From an optimization exercise on the open Yosys and OpenROAD flow, aimed at small area, a short achievable clock period and few clock cycles per item; shortcuts taken in it are not production practice.
Function was not checked in any run shown here: the RTL went through the layout flow alone.
Power is estimated from default activity; no workload was simulated.

--- flow/design.v ---
module feq_recip (
    input  wire        clk,
    input  wire        rst,         
    input  wire        in_valid,
    output wire        in_ready,
    input  wire [15:0] a_raw,       
    input  wire [15:0] b_raw,       
    output reg         out_valid,
    input  wire        out_ready,
    output wire [31:0] out_re,      
    output wire [31:0] out_im,      
    output reg  [3:0]  out_sh,      
    output reg         out_dead
);
    reg         s1_busy;
    reg  [3:0]  s1_cnt;             
    reg         dead1;
    reg  [3:0]  hp;                 
    reg  [15:0] as_r, bs_r;
    reg  [31:0] sq_r;               
    assign in_ready = ~s1_busy;
    wire s1_fin = s1_cnt[3];
    wire a_small = (a_raw[15:1] == 15'd0) | (a_raw == 16'hFFFF);
    wire b_small = (b_raw[15:1] == 15'd0) | (b_raw == 16'hFFFF);
    wire red2 = (as_r[15] == as_r[14]) & (bs_r[15] == bs_r[14]);
    wire red5 = ((as_r[15:11] == 5'b00000) | (as_r[15:11] == 5'b11111)) &
                ((bs_r[15:11] == 5'b00000) | (bs_r[15:11] == 5'b11111));
    wire normed = dead1 | ~red2;
    wire [16:0] ax = {as_r, 1'b0};
    wire [16:0] bx = {bs_r, 1'b0};
    wire [2:0]  j  = 3'd7 - s1_cnt[2:0];
    wire [2:0]  da = ax[{j, 1'b0} +: 3];
    wire [2:0]  db = bx[{j, 1'b0} +: 3];
    wire a_one = da[1] ^ da[0];
    wire a_two = (da == 3'b011) | (da == 3'b100);
    wire a_neg = da[2] & ~(da[1] & da[0]);
    wire b_one = db[1] ^ db[0];
    wire b_two = (db == 3'b011) | (db == 3'b100);
    wire b_neg = db[2] & ~(db[1] & db[0]);
    wire [31:0] a_ext = {{16{as_r[15]}}, as_r};
    wire [31:0] b_ext = {{16{bs_r[15]}}, bs_r};
    wire [31:0] a_mag = a_one ? a_ext : a_two ? {a_ext[30:0], 1'b0} : 32'd0;
    wire [31:0] b_mag = b_one ? b_ext : b_two ? {b_ext[30:0], 1'b0} : 32'd0;
    wire [31:0] a_trm = a_neg ? ~a_mag : a_mag;
    wire [31:0] b_trm = b_neg ? ~b_mag : b_mag;
    wire [31:0] sq4   = (s1_cnt[2:0] == 3'd0) ? 32'd0 : {sq_r[29:0], 2'b00};
    wire [31:0] sq_nx = (sq4 | {30'd0, a_neg & b_neg, a_neg ^ b_neg}) + a_trm + b_trm;
    reg         s2_div;             
    reg  [3:0]  s2_cnt;
    reg  [31:0] dn_r;               
    reg  [31:0] rem_r;
    reg  [16:0] am_r, bm_r;         
    reg  [3:0]  sh2;
    reg         dead2;
    reg         qh_r, ql_r;         
    reg         acc_en, acc_first, acc_last;
    reg  [47:0] pr_r, pi_r;         
    wire stall   = acc_en & acc_first & out_valid & ~out_ready;
    wire handoff = s1_busy & s1_fin & ~s2_div;
    wire        e0  = sq_r[31] | sq_r[30];
    wire        e1  = ~e0 & sq_r[29];
    wire        e2  = ~e0 & ~sq_r[29];
    wire [31:0] dnn = e0 ? sq_r : e1 ? {sq_r[30:0], 1'b0} : {sq_r[29:0], 2'b00};
    wire [32:0] t1   = {1'b0, rem_r} - {1'b0, dn_r};
    wire        q1   = ~t1[32];
    wire [31:0] r1   = q1 ? t1[31:0] : rem_r;
    wire [31:0] rem1 = {r1[30:0], 1'b0};
    wire [32:0] t2   = {1'b0, rem1} - {1'b0, dn_r};
    wire        q2   = ~t2[32];
    wire [31:0] r2   = q2 ? t2[31:0] : rem1;
    wire [31:0] rem2 = {r2[30:0], 1'b0};
    wire [47:0] am_ext = {{31{am_r[16]}}, am_r};
    wire [47:0] bm_ext = {{31{bm_r[16]}}, bm_r};
    wire [47:0] am2    = {am_ext[46:0], 1'b0};
    wire [47:0] bm2    = {bm_ext[46:0], 1'b0};
    wire [47:0] pr4    = acc_first ? 48'd0 : {pr_r[45:0], 2'b00};
    wire [47:0] pi4    = acc_first ? 48'd0 : {pi_r[45:0], 2'b00};
    wire [47:0] pr_h   = qh_r ? am2 : 48'd0;
    wire [47:0] pr_l   = ql_r ? (acc_last ? am2 : am_ext) : 48'd0;
    wire [47:0] pi_h   = qh_r ? ~bm2 : 48'd0;
    wire [47:0] pi_l   = ql_r ? ~(acc_last ? bm2 : bm_ext) : 48'd0;
    wire [47:0] pr_nx  = pr4 + pr_h + pr_l;
    wire [47:0] pi_nx  = (pi4 | {46'd0, qh_r & ql_r, qh_r ^ ql_r}) + pi_h + pi_l;
    wire up_re = (pr_r[15:1] > 15'h4000) | ((pr_r[15:1] == 15'h4000) & pr_r[16]);
    wire up_im = (pi_r[15:1] > 15'h4000) | ((pi_r[15:1] == 15'h4000) & pi_r[16]);
    assign out_re = pr_r[47:16] + {31'd0, up_re};
    assign out_im = pi_r[47:16] + {31'd0, up_im};
    always @(posedge clk) begin
        if (rst) begin
            s1_busy <= 1'b0;
        end else if (~s1_busy) begin
            if (in_valid)
                s1_busy <= 1'b1;
        end else if (handoff) begin
            s1_busy <= 1'b0;
        end
        if (~s1_busy) begin
            as_r   <= a_raw;
            bs_r   <= b_raw;
            dead1  <= a_small & b_small;
            hp     <= 4'd0;
            s1_cnt <= 4'd0;
        end else if (~s1_fin) begin
            if (normed) begin
                sq_r   <= sq_nx;
                s1_cnt <= s1_cnt + 4'd1;
            end else if (red5) begin
                as_r <= {as_r[11:0], 4'd0};
                bs_r <= {bs_r[11:0], 4'd0};
                hp   <= hp + 4'd4;
            end else begin
                as_r <= {as_r[14:0], 1'b0};
                bs_r <= {bs_r[14:0], 1'b0};
                hp   <= hp + 4'd1;
            end
        end
        if (handoff) begin
            dn_r  <= dnn;
            rem_r <= 32'h4000_0000;
            am_r  <= dead1 ? 17'd0 : e2 ? {as_r, 1'b0} : {as_r[15], as_r};
            bm_r  <= dead1 ? 17'd0 : e2 ? {bs_r, 1'b0} : {bs_r[15], bs_r};
            sh2   <= dead1 ? 4'd0 : hp + {3'd0, ~e0};
            dead2 <= dead1;
        end
        if (rst) begin
            s2_div <= 1'b0;
            acc_en <= 1'b0;
        end else if (~stall) begin
            if (handoff) begin
                s2_div <= 1'b1;
                s2_cnt <= 4'd0;
            end else if (s2_div) begin
                rem_r  <= rem2;
                s2_cnt <= s2_cnt + 4'd1;
                if (s2_cnt == 4'd15)
                    s2_div <= 1'b0;
            end
            acc_en    <= s2_div;
            acc_first <= (s2_cnt == 4'd0);
            acc_last  <= (s2_cnt == 4'd15);
            qh_r      <= q1;
            ql_r      <= q2;
        end
        if (acc_en & ~stall) begin
            pr_r <= pr_nx;
            pi_r <= pi_nx;
            if (acc_first) begin
                out_sh   <= sh2;
                out_dead <= dead2;
            end
        end
        if (rst)
            out_valid <= 1'b0;
        else if (acc_en & acc_last & ~stall)
            out_valid <= 1'b1;
        else if (out_ready)
            out_valid <= 1'b0;
    end
endmodule
--- flow/run.sh ---
#!/bin/bash
# synth_recipe.tcl (not shown) runs the flow's synth.tcl, then flattens the netlist and writes it again
# the make line also repeats each setting of config.mk as NAME=value (left out here)
make -C /OpenROAD-flow-scripts/flow DESIGN_CONFIG=/design/flow/config.mk WORK_HOME=/design/flow/orfs CLKGATE_MAP_FILE= SYNTH_SCRIPT=/design/flow/synth_recipe.tcl finish
--- flow/config.mk ---
export PLATFORM = sky130hd
export DESIGN_NAME = feq_recip
export DESIGN_NICKNAME = feq_recip
export VERILOG_FILES = /design/flow/design.v
export SDC_FILE = /design/flow/constraint.sdc
export NUM_CORES = 4
export LEC_CHECK = 0
export CAP_MARGIN = 20
export CORE_MARGIN = 2
export CORE_UTILIZATION = 40
export SLEW_MARGIN = 20
export SYNTH_HIERARCHICAL = 0
--- flow/constraint.sdc ---
create_clock -name core_clock -period 12.0 [get_ports {clk}]
set_input_delay 2.4000 -clock core_clock [delete_from_list [all_inputs] [get_ports {clk}]]
set_output_delay 2.4000 -clock core_clock [all_outputs]
set_load 0.01 [all_outputs]
==> results.sh, run 1 <==
export IMPL_syn_num_nets=3294
export IMPL_ant_nets=0
export IMPL_synth_top_cell_area_share=0.270
export IMPL_setup_viol=0
export IMPL_drcViolationCount=0
export IMPL_fin_hold_ws_ps=416
export IMPL_ys_seq_area_frac=0.302
export IMPL_crit_path_end_kind="flip-flop"
export IMPL_async_reset_ff_frac=0
export IMPL_io_buffers=106
export IMPL_holdCritPathClass="flip-flop to flip-flop"
export IMPL_clock_latency_ps=570
export IMPL_slew_viol_final=0
export IMPL_drive_gt1_frac=0.0557
export IMPL_dpl_cell_area_um2=29100
export IMPL_synthTopCellsByArea="edfxtp_1 27%, fa_1 9.3%, ha_1 9.2%"
export IMPL_rows=95
export IMPL_grt_pass1_wl_um=111000
export IMPL_post_cts_resized=0
export IMPL_arrival_ps=7060
export IMPL_min_period_ps=6740
export IMPL_required_ps=12320
export IMPL_p_int_mw=3.70
export IMPL_drt_wl_total_um=67900
export IMPL_grt_max_degree=61
export IMPL_status="finished clean"
export IMPL_tns_ps=0
export IMPL_ys_types=91
export IMPL_drt_initial_drc_count=1520
export IMPL_switching_share=0.418
export IMPL_numCtsBuffers=39
export IMPL_dp_hpwl_um=51200
export IMPL_ys_ff_latch=289
export IMPL_dp_cells=3818
export IMPL_synth_ff_type="edfxtp_1"
export IMPL_io_pins=107
export IMPL_critical_path_class="flip-flop to flip-flop"
export IMPL_final_cells=3889
export IMPL_final_common_cell="nand2_1"
export IMPL_layout_setup_ws_ps=5260
export IMPL_vias_per_cell=5.53
export IMPL_synth_warnings=1
export IMPL_num_antenna_cells=0
export IMPL_crit_path_start_kind="flip-flop"
export IMPL_gp_congestion=0.914
export IMPL_tritoncts="done"
export IMPL_min_period_over_period=0.561
export IMPL_cp_max_fo=19
export IMPL_final_core_util=0.452
export IMPL_tightest_slew_ps=1110
export IMPL_synth_top_area_cell="edfxtp_1"
export IMPL_die_x_um=265
export IMPL_antenna_found_initial=1
export IMPL_start_util=0.405
export IMPL_final_cell_mix="324 x nand2_1, 245 x edfxtp_1, 214 x a21oi_1"
export IMPL_rsz0062_at_grt="false"
export IMPL_syn_area_per_cell_um2=9.30
export IMPL_p_sw_mw=2.65
export IMPL_finalHoldViolations=0
export IMPL_htree_levels=2
export IMPL_area_growth_pct=11.8
export IMPL_vias=21500
export IMPL_fin_skew_ps=21.7
export IMPL_synth_edf_count=245
export IMPL_clkPwrFrac=0.186
export IMPL_total_power_mw=6.35
export IMPL_post_cts_buffers=0
export IMPL_fin_nets=3350
export IMPL_grt_use_total=0.193
export IMPL_die_h_um=265
export IMPL_grt_pass1_vias=21400
export IMPL_die_area_um2=70200
export IMPL_cts_buffer_depth=3
export IMPL_wl_per_cell_um=17.5
export IMPL_maxCapViolCount=0
export IMPL_hold_buffers=0
export IMPL_cts_root_buf="clkbuf_16"
export IMPL_irDropWorstVdd_mv=0.256
export IMPL_synthesis_area_um2=27200
export IMPL_clock_fmax_mhz=148
export IMPL_cts_sinks=289
export IMPL_clk_pin_slew_ps=60
export IMPL_firstDrtPassIters=6
export IMPL_combPwrFrac=0.568
export IMPL_leakagePower_nw=12.8
export IMPL_syn_inst=2930
export IMPL_fin_area_um2=30400
export IMPL_dpl_worst_slack_ps=5360
export IMPL_slew_limit_headroom=0.259
export IMPL_core_area_um2=67300
export IMPL_powerDensity_nw_per_um2=209
export IMPL_seqPwrFrac=0.246
export IMPL_gr_total_overflow=0
-- state kept, by name, summed over array words and instances (netlist names), 4 cells and up --
name and cells:
bm_r 17, pr_r 48, bs_r 16, sq_r 32, out_sh 4, dn_r 32, hp 4, pi_r 48
am_r 17, s2_cnt 4, rem_r 32, as_r 16, s1_cnt 4, sh2 4
-- critical path, stage by stage (launching register included) --
cell and delay (ps):
dfxtp_1 890, mux2i_1 210, mux2i_1 170, nor2_1 60, a21o_1 200, ha_1 500, nor2_1 790, a22oi_1 180
xnor2_1 360, fa_1 480, ha_1 250, or3_1 450, a311oi_2 330, o21bai_1 170, a41oi_1 390, o21ai_1 200
a221oi_2 440, o2111ai_1 170, a21oi_1 190, xnor2_1 80
-- routing by layer --
metal  track usage  wire, µm  vias to the layer above
li1              -         -                    10600
met1         0.268     32000                    10300
met2         0.314     31200                      498
met3        0.0231      2960                      105
met4        0.0596      1750                        2
met5             0        13                        -
-- final cells by class --
class                           count  area, µm²
Fill cell                        6355      36800
Clock buffer                       56       1140
Sequential cell                   289       8240
Timing Repair Buffer              131       1250
Inverter                          157        589
Tap cell                          873       1090
Multi-Input combinational cell   2368      18000
Clock inverter                     15        150
-- cell usage after synthesis, drive strengths merged, types with 9 or more instances --
| library cell | count |
|---|---|
| nor4 | 17 |
| mux2i | 74 |
| nand3 | 70 |
| buf | 21 |
| a21o | 97 |
| fa | 127 |
| nor3 | 35 |
| or3 | 12 |
| nor2b | 103 |
| and2 | 48 |
| a311oi | 9 |
| nand2 | 325 |
| nand4 | 36 |
| a31oi | 46 |
| a22oi | 33 |
| a21boi | 9 |
| dfxtp | 44 |
| clkbuf | 95 |
| nand2b | 70 |
| and3 | 30 |
| o21a | 29 |
| nor2 | 178 |
| edfxtp | 245 |
| xor2 | 73 |
| o211ai | 12 |
| xnor2 | 191 |
| a21oi | 216 |
| mux2 | 40 |
| ha | 201 |
| o21bai | 16 |
| and4 | 10 |
| a211oi | 16 |
| inv | 156 |
| o31ai | 9 |
| o21ai | 139 |
-- power by group through the flow --
| stage | Combinational [mW] | Clock, mW | Sequential, mW |
|---|---|---|---|
| floorplan | 2.89 | 0 | 1.51 |
| global placement | 3.51 | 0 | 1.57 |
| detailed placement | 3.57 | 0 | 1.58 |
| CTS | 3.60 | 1.22 | 1.56 |
| global route | 4.04 | 1.25 | 1.57 |
| finish | 3.61 | 1.18 | 1.56 |
-- final timing paths --
kind | from | endpoint | slack (ps) | cells past startpoint
max | s1_cnt[1] | sq_r[28] | 5260 | 19
min | dead2 | out_dead | 420 | 0
max reg2reg | s1_cnt[1] | sq_r[28] | 5260 | 19
min reg2reg | dead2 | out_dead | 420 | 0
-- logic make-up (layout without fill, tap and decap cells) --
logic type	Yosys count	count (layout)	synth area share
buf+inv	273	359	0.0389
flops	289	289	0.302
xor+xnor	264	264	0.0849
compound gates	700	700	0.168
mux	120	120	0.0488
fa+ha+maj	328	328	0.186
simple gates	956	956	0.171
==> inputs of run 2 (changes only) <==
--- a/flow/config.mk
+++ b/flow/config.mk
@@ -6,7 +6,9 @@
 export NUM_CORES = 4
 export LEC_CHECK = 0
+export ABC_CLOCK_PERIOD_IN_PS = 4000
 export CAP_MARGIN = 20
 export CORE_MARGIN = 2
 export CORE_UTILIZATION = 40
+export SETUP_SLACK_MARGIN = 5
 export SLEW_MARGIN = 20
 export SYNTH_HIERARCHICAL = 0
==> results.sh, run 2 <==
export IMPL_grt_use_total=0.188
export IMPL_vias_per_cell=5.53
export IMPL_tritoncts="done"
export IMPL_fin_area_um2=30400
export IMPL_area_growth_pct=11.5
export IMPL_finalHoldViolations=0
export IMPL_gp_congestion=0.901
export IMPL_tns_ps=0
export IMPL_critical_path_class="flip-flop to flip-flop"
export IMPL_reg_top3="pi_r x48, pr_r x48"
export IMPL_arrival_ps=7110
export IMPL_ys_ff_latch=289
export IMPL_min_period_over_period=0.555
export IMPL_synthTopCellsByArea="edfxtp_1 27%, fa_1 9.3%, ha_1 9.2%"
export IMPL_crit_path_start_kind="flip-flop"
export IMPL_firstDrtPassIters=5
export IMPL_synth_edf_count=245
export IMPL_wl_per_cell_um=17.2
export IMPL_clock_latency_ps=580
export IMPL_reg2reg_depth=23
export IMPL_r2r_slack_ps=5340
export IMPL_status="finished clean"
export IMPL_cp_top_family="compound AO/OA/AOI/OAI gates"
export IMPL_fin_nets=3348
export IMPL_cts_sinks=289
export IMPL_dp_hpwl_um=50100
export IMPL_antenna_found_initial=0
export IMPL_clk_pin_slew_ps=60
export IMPL_synth_commonest_cells="324 x nand2_1, 245 x edfxtp_1, 214 x a21oi_1"
export IMPL_syn_num_nets=3294
export IMPL_drive_gt1_frac=0.0548
export IMPL_synth_top_cell_area_share=0.270
export IMPL_htree_levels=2
export IMPL_die_x_um=265
export IMPL_min_period_ps=6660
export IMPL_fin_hold_ws_ps=442
export IMPL_slew_limit_headroom=0.287
export IMPL_fillers=6352
export IMPL_combPwrFrac=0.573
export IMPL_cp_depth=23
export IMPL_tightest_slew_ps=1070
export IMPL_yosysMostFrequentCell="nand2_1"
export IMPL_cp_max_fo=36
export IMPL_synth_ff_type="edfxtp_1"
export IMPL_grt_pass1_wl_um=109000
export IMPL_fin_skew_ps=26.2
export IMPL_irDropWorstVdd_mv=0.261
export IMPL_io_pins=107
export IMPL_drcViolationCount=0
export IMPL_post_cts_buffers=0
export IMPL_die_area_um2=70200
export IMPL_register_area_um2=8240
export IMPL_max_stage_delay_ps=460
export IMPL_start_util=0.405
export IMPL_ys_seq_area_frac=0.302
export IMPL_crit_chain="ha_1 -> fa_1 -> nor2b_1 -> o31ai_2 -> a211oi_2 -> o21ai_4 -> a31oi_2 -> o41ai_4 -> nand2_8 -> mux2i_1 -> inv_1 -> fa_1 -> nor2b_1 -> o31a_1 -> o2111ai_1 -> o211ai_1 -> a21oi_1 -> a21oi_2 -> a31oi_4 -> buf_4 -> inv_2 -> nor2_1 -> a221o_1"
export IMPL_drt_initial_drc_count=1318
export IMPL_io_buffers=106
export IMPL_maxCapViolCount=0
export IMPL_slew_viol_final=0
export IMPL_post_cts_resized=0
export IMPL_drt_wl_total_um=66700
export IMPL_syn_inst=2930
export IMPL_clkPwrFrac=0.177
export IMPL_hold_buffers=0
export IMPL_path_buf_inv=3
export IMPL_p_sw_mw=2.61
export IMPL_required_ps=12460
export IMPL_seqPwrFrac=0.250
export IMPL_holdCritPathClass="flip-flop to flip-flop"
export IMPL_dpl_cell_area_um2=29100
export IMPL_setup_viol=0
export IMPL_final_common_cell="nand2_1"
export IMPL_switching_share=0.417
export IMPL_rows=95
export IMPL_cts_buffer_depth=3
export IMPL_final_core_util=0.451
export IMPL_cts_root_buf="clkbuf_16"
export IMPL_clock_fmax_mhz=150
export IMPL_gr_total_overflow=0
export IMPL_grt_pass1_vias=21100
export IMPL_synth_warnings=1
export IMPL_final_cell_mix="324 x nand2_1, 245 x edfxtp_1, 213 x a21oi_1"
export IMPL_worst_path_max_delay_cell="edfxtp_1"
export IMPL_synthesis_area_um2=27200
export IMPL_p_int_mw=3.65
export IMPL_powerDensity_nw_per_um2=206
export IMPL_multi_input_area_um2=18000
export IMPL_crit_path_end_kind="flip-flop"
export IMPL_numCtsBuffers=37
export IMPL_synth_top_area_cell="edfxtp_1"
export IMPL_num_antenna_cells=0
export IMPL_vias=21500
export IMPL_min_path_cells=0
export IMPL_syn_area_per_cell_um2=9.30
export IMPL_rsz0062_at_grt="false"
export IMPL_ys_types=91
export IMPL_die_h_um=265
export IMPL_core_area_um2=67300
export IMPL_grt_max_degree=80
export IMPL_ant_nets=0
export IMPL_leakagePower_nw=12.8
export IMPL_async_reset_ff_frac=0
run 2: worst paths after layout:
path / to / startpoint
worst max-delay path: rem_r[27] / dn_r[0]
worst min-delay path: out_dead / dead2
worst max register to register: rem_r[27] / dn_r[0]
worst min register to register: out_dead / dead2
run 2: per-stage QoR:
stage | cells | worst slack, ps | power (mW)
after floorplan | 2930 | 5700 | 4.40
after global placement | 3817 | 5420 | 5.05
after detailed placement | 3817 | 5250 | 5.13
after CTS | 3884 | 5200 | 6.28
after global routing | 3885 | 5050 | 6.78
final | 3885 | 5340 | 6.26
run 2: layout make-up:
| class | instances | share of cell area |
|---|---|---|
| Multi-Input combinational cell | 2369 | 0.593 |
| Sequential cell | 289 | 0.271 |
| Timing Repair Buffer | 130 | 0.0409 |
| Tap cell | 873 | 0.0360 |
| Clock buffer | 54 | 0.0349 |
| Inverter | 157 | 0.0194 |
| Clock inverter | 13 | 0.00441 |
run 2: cell families after synthesis:
family	share of synthesized area
flops	0.302
simple gates	0.171
compound gates	0.168
mux	0.0488
fa+ha+maj	0.186
xor+xnor	0.0849
buf+inv	0.0389
run 2: routing by layer:
layer	GRT usage	part of all wire	up-vias
met5	0	0	-
met4	0.0508	0.022	0
met3	0.0248	0.047	97
met2	0.312	0.46	459
met1	0.258	0.47	10400
li1	-	-	10600
run 2: worst reg2reg max path, cell delays in order, from the launching register on:
cell	delay (ps)
edfxtp_1	460
ha_1	260
fa_1	420
nor2b_1	190
o31ai_2	120
a211oi_2	420
o21ai_4	150
a31oi_2	380
o41ai_4	160
nand2_8	260
mux2i_1	370
inv_1	90
fa_1	390
nor2b_1	220
o31a_1	240
o2111ai_1	220
o211ai_1	340
a21oi_1	170
a21oi_2	330
a31oi_4	240
buf_4	280
inv_2	250
nor2_1	180
a221o_1	400
run 2: power by group through the flow:
| stage | registers (mW) | clock network [mW] | logic (mW) |
|---|---|---|---|
| floorplan | 1.51 | 0 | 2.89 |
| finish | 1.56 | 1.11 | 3.58 |
| global route | 1.58 | 1.18 | 4.03 |
| CTS | 1.56 | 1.14 | 3.58 |
| detailed placement | 1.58 | 0 | 3.55 |
| global placement | 1.58 | 0 | 3.48 |

-- port drivers added, routing unchanged --
In the flow no input, the clock included, has a driving cell. The finished layouts below were timed again as built, in two steps.
Step 1, drivers: a clkbuf_16 drives clk and a buf_2 each remaining input, both assumed.
Step 2 also shifts input and output timing later by t, the mid clock arrival at the registers, as if the neighbouring blocks saw the same clock.
Three values: ideal ports, drivers, drivers and shift; two values: the first two.
| run | t (ns) | setup WS [ns] | hold slack, ns |
|---|---|---|---|
| run 1 | 0.615 | 5.264 / 5.264 / 5.264 | 0.416 / 0.416 / 0.416 |
| run 2 | 0.626 | 5.344 / 5.344 / 5.344 | 0.442 / 0.442 / 0.442 |
After both steps setup and hold are still met in every run listed.
